Background: an optimization exercise with open tools, aiming at small area, a short achievable clock period and few clock cycles. Do not read the settings as production practice.
Function was checked by simulation only, so behaviour that the tests miss may differ from the original.
No activity file was given, so power comes from the tool's default toggle rates.

== rev 12 ==
// xa_narrow_acc
module xa_narrow_acc (
    input  wire         clk,
    input  wire         rst,
    input  wire         in_valid,
    output reg          in_ready,
    input  wire         in_first,
    input  wire         in_last,
    input  wire [3:0]   in_lane_en,
    input  wire [31:0]  in_a,         
    input  wire [31:0]  in_b,
    input  wire [7:0]   in_xa,        
    input  wire [7:0]   in_xb,        
    input  wire [2:0]   cfg_fmt_a,
    input  wire [2:0]   cfg_fmt_b,
    input  wire         cfg_mx_a,
    input  wire         cfg_mx_b,
    input  wire [8:0]   cfg_f,        
    input  wire [111:0] cfg_acc,      
    input  wire [5:0]   cfg_flags,
    output reg          out_valid,
    input  wire         out_ready,
    output reg  [111:0] out_acc,
    output reg  [7:0]   out_flags,
    output reg  [31:0]  out_fp32
);
For scale: roughly 8,400 cells after synthesis, about 950 flip-flops, about 380 I/O pins, ~75,000 um2 of cells after synthesis.
clock: 24.0 ns
lec_check: 0
cap_margin: 20
core_margin: 2
core_utilization: 50
place_density: 0.65
slew_margin: 20
run.sh (not shown) runs the stock make flow with config.mk's settings and CLKGATE_MAP_FILE= SYNTH_SCRIPT=/design/flow/synth_recipe.tcl, a recipe that flattens the netlist after the stock synthesis.
Testbench counts of rev 12, summed over its fixed seeds: cycles 22,683.
Input changes introduced in rev 13 (baseline for comparison: rev 12):
-- flow/design.v --
<<< rev 12, line 293
    wire take = in_valid && in_ready && !rst;
    wire give = out_valid && out_ready;
    reg  exp_first;
    wire k_load = exp_first && !(s0_v && s0_first) && !(s1_v && s1_first) &&
                  !(s2_v && s2_first);
    reg         s2_v, s2_first, s2_last;
    reg         s1_v, s1_first, s1_last;
>>> rev 13, line 293
    wire take = in_valid && in_ready && !rst;
    wire give = out_valid && out_ready;
    reg         s2_v, s2_first, s2_last;
    reg         s1_v, s1_first, s1_last;
<<< rev 12, line 307
    reg  [111:0] k_acc;
    reg  [5:0]   k_flags;
    always @(posedge clk) begin
        s0_v     <= take;
>>> rev 13, line 304
    reg  [111:0] k_acc;
    reg  [5:0]   k_flags;
    reg  exp_first;
    wire k_load = exp_first && !(s0_v && s0_first) && !(s1_v && s1_first) &&
                  !(s2_v && s2_first);
    always @(posedge clk) begin
        s0_v     <= take;
<<< rev 12, line 469
    reg        f1_sticky, f1_zero;
    wire [24:0] w_win;
    xa_fp32_win win (.acc(out_acc), .sh(f1_sh), .win(w_win));
    reg  [24:0] f2_win;
    reg  [8:0]  f2_e0;
>>> rev 13, line 469
    reg        f1_sticky, f1_zero;
    wire [24:0] w_win;
    xa_fp32_win u_win (.acc(out_acc), .sh(f1_sh), .win(w_win));
    reg  [24:0] f2_win;
    reg  [8:0]  f2_e0;
<<< rev 12, line 489
        f2_sticky <= f1_sticky;
        f2_zero   <= f1_zero;
        if (c2) out_fp32 <= fp32;
        if (rst) begin
            c1        <= 1'b0;
>>> rev 13, line 489
        f2_sticky <= f1_sticky;
        f2_zero   <= f1_zero;
        out_fp32  <= fp32;
        if (rst) begin
            c1        <= 1'b0;
==> comparison <==
Rev 13 completed end to end with timing, DRC and antenna clean.
Per the comparison of rev 13 with rev 12, number of multi-input combinational cells rose 134; combinational power rose about 3%; fraction of the yosys area taken by sequential cells fell 0.79 points; final instance area rose 980 um2.
Going from rev 12 to rev 13, routability congestion estimate grew by a few percent.
Looking at rev 13 and rev 12, the synthesis-to-finish area growth is a wash.
Delta (rev 13 minus rev 12): worst clock skew on the final layout now sits at about the same level, clock tree buffer count of the final layout shows a reduction of 3, core utilization went up 0.32 points.
Testbench counts of rev 13, summed over its fixed seeds: cycles 22,683.

## tundra
RTL: one of the versions met above, not the one the previous note started from.
For scale: about 8500 cells after synthesis, about 950 flip-flops, ~380 I/O pins, about 0.076 sq mm of cells after synthesis.
clock: 24.0 ns
lec_check: 0
cap_margin: 20
core_margin: 2
core_utilization: 50
cts_cluster_diameter: 100
cts_cluster_size: 20
place_density: 0.65
slew_margin: 20
Testbench counts of tundra, summed over its fixed seeds: cycles 22,683.
#### Input delta (willow over tundra)
-- flow/design.v --
<<< tundra, line 299
    reg  [31:0] s0_a, s0_b;
    reg  [7:0]  s0_xa, s0_xb;
    reg  [2:0]   k_fa, k_fb;
    reg          k_mxa, k_mxb;
    reg  [8:0]   k_f;
    reg  [111:0] k_acc;
    reg  [5:0]   k_flags;
    reg  exp_first;
    wire k_load = exp_first && !(s0_v && s0_first) && !(s1_v && s1_first) &&
>>> willow, line 299
    reg  [31:0] s0_a, s0_b;
    reg  [7:0]  s0_xa, s0_xb;
    localparam [11:0] LMASK = {3'b010, 3'b101, 3'b111, 3'b000};
    reg  [2:0]   k_fa [0:3];
    reg  [2:0]   k_fb [0:3];
    reg          k_mxa, k_mxb;
    reg  [8:0]   k_f;
    reg  [111:0] k_acc;
    reg  [5:0]   k_flags;
    integer j;
    reg  exp_first;
    wire k_load = exp_first && !(s0_v && s0_first) && !(s1_v && s1_first) &&
<<< tundra, line 317
        s0_xb    <= in_xb;
        if (k_load) begin
            k_fa    <= cfg_fmt_a;
            k_fb    <= cfg_fmt_b;
            k_mxa   <= cfg_mx_a;
            k_mxb   <= cfg_mx_b;
>>> willow, line 320
        s0_xb    <= in_xb;
        if (k_load) begin
            for (j = 0; j < 4; j = j + 1) begin
                k_fa[j] <= cfg_fmt_a ^ LMASK[3*j +: 3];
                k_fb[j] <= cfg_fmt_b ^ LMASK[3*j +: 3];
            end
            k_mxa   <= cfg_mx_a;
            k_mxb   <= cfg_mx_b;
<<< tundra, line 341
            wire [7:0] ma, mb;
            wire [2:0] qa, qb;
            xa_decode dec_a (.fmt(k_fa), .x(s0_a[8*g+7:8*g]), .sign(sa), .m(ma), .q(qa),
                             .is_zero(za), .is_inf(ia), .is_nan(na));
            xa_decode dec_b (.fmt(k_fb), .x(s0_b[8*g+7:8*g]), .sign(sb), .m(mb), .q(qb),
                             .is_zero(zb), .is_inf(ib), .is_nan(nb));
            wire en    = s0_en[g];
>>> willow, line 346
            wire [7:0] ma, mb;
            wire [2:0] qa, qb;
            xa_decode dec_a (.fmt(k_fa[g] ^ LMASK[3*g +: 3]), .x(s0_a[8*g+7:8*g]), .sign(sa), .m(ma), .q(qa),
                             .is_zero(za), .is_inf(ia), .is_nan(na));
            xa_decode dec_b (.fmt(k_fb[g] ^ LMASK[3*g +: 3]), .x(s0_b[8*g+7:8*g]), .sign(sb), .m(mb), .q(qb),
                             .is_zero(zb), .is_inf(ib), .is_nan(nb));
            wire en    = s0_en[g];
<<< tundra, line 371
    reg  [4:0]  s1_d;
    reg  [4:0]  s1_fl;
    integer j;
    always @(posedge clk) begin
        s1_v     <= s0_v && !rst;
>>> willow, line 376
    reg  [4:0]  s1_d;
    reg  [4:0]  s1_fl;
    always @(posedge clk) begin
        s1_v     <= s0_v && !rst;
--- outcome ---
- willow ran to completion and came out clean on the timing, design-rule and antenna checks.
- Looking at end point of the critical path, the out_acc[12] result is from willow; the s1_ps[0][8]$_SDFF_PN0_ one comes from tundra.
- Taking tundra as the reference, in willow met3 wirelength from detailed routing now smaller; post-route fraction of the period consumed by the critical path now smaller; routing usage on met2 now smaller; area after synthesis now smaller; cell count now smaller.
- Between willow and tundra, the clock network contribution to total cell area does not differ in any meaningful way.
- From tundra to willow the numbers moved as follows: clock skew moved up; share of cell area taken by multi-input logic gates saw a decrease; synthesized area divided by synthesized cell count comparable.
- willow contains fewer vias than tundra.
Testbench counts of willow, summed over its fixed seeds: cycles 22,683.

[what the ideal ports hide]
No port has a modelled driver above. Below, the same layouts with a new extraction and two added sets of constraints. Step 1 assumes that a clkbuf_16 drives the clock port and a buf_2 every other input. Step 2 adds t to the input delays and takes it off the output delays; t is the mean of the earliest and latest rising clock arrival at the registers after step 1. Input paths then give back, and output paths get back, about the clock's delay inside the block. Slacks: ideal / step 1 / step 2; pairs: ideal / step 1.
run	t, ns	setup WS [ns]	cell pins on the clock port's net
rev 12	0.823	17.267 / 17.185 / 17.232	1
rev 13	0.843	17.029 / 17.029 / 17.029	1
tundra	0.784	16.976 / 16.976 / 16.976	1
willow	0.807	17.194 / 17.113 / 17.238	1
After both steps setup and hold are still met in every run listed. For rev 12, which loses most, drivers alone change the setup slack by -0.082 ns; drivers and shift together by -0.035 ns.
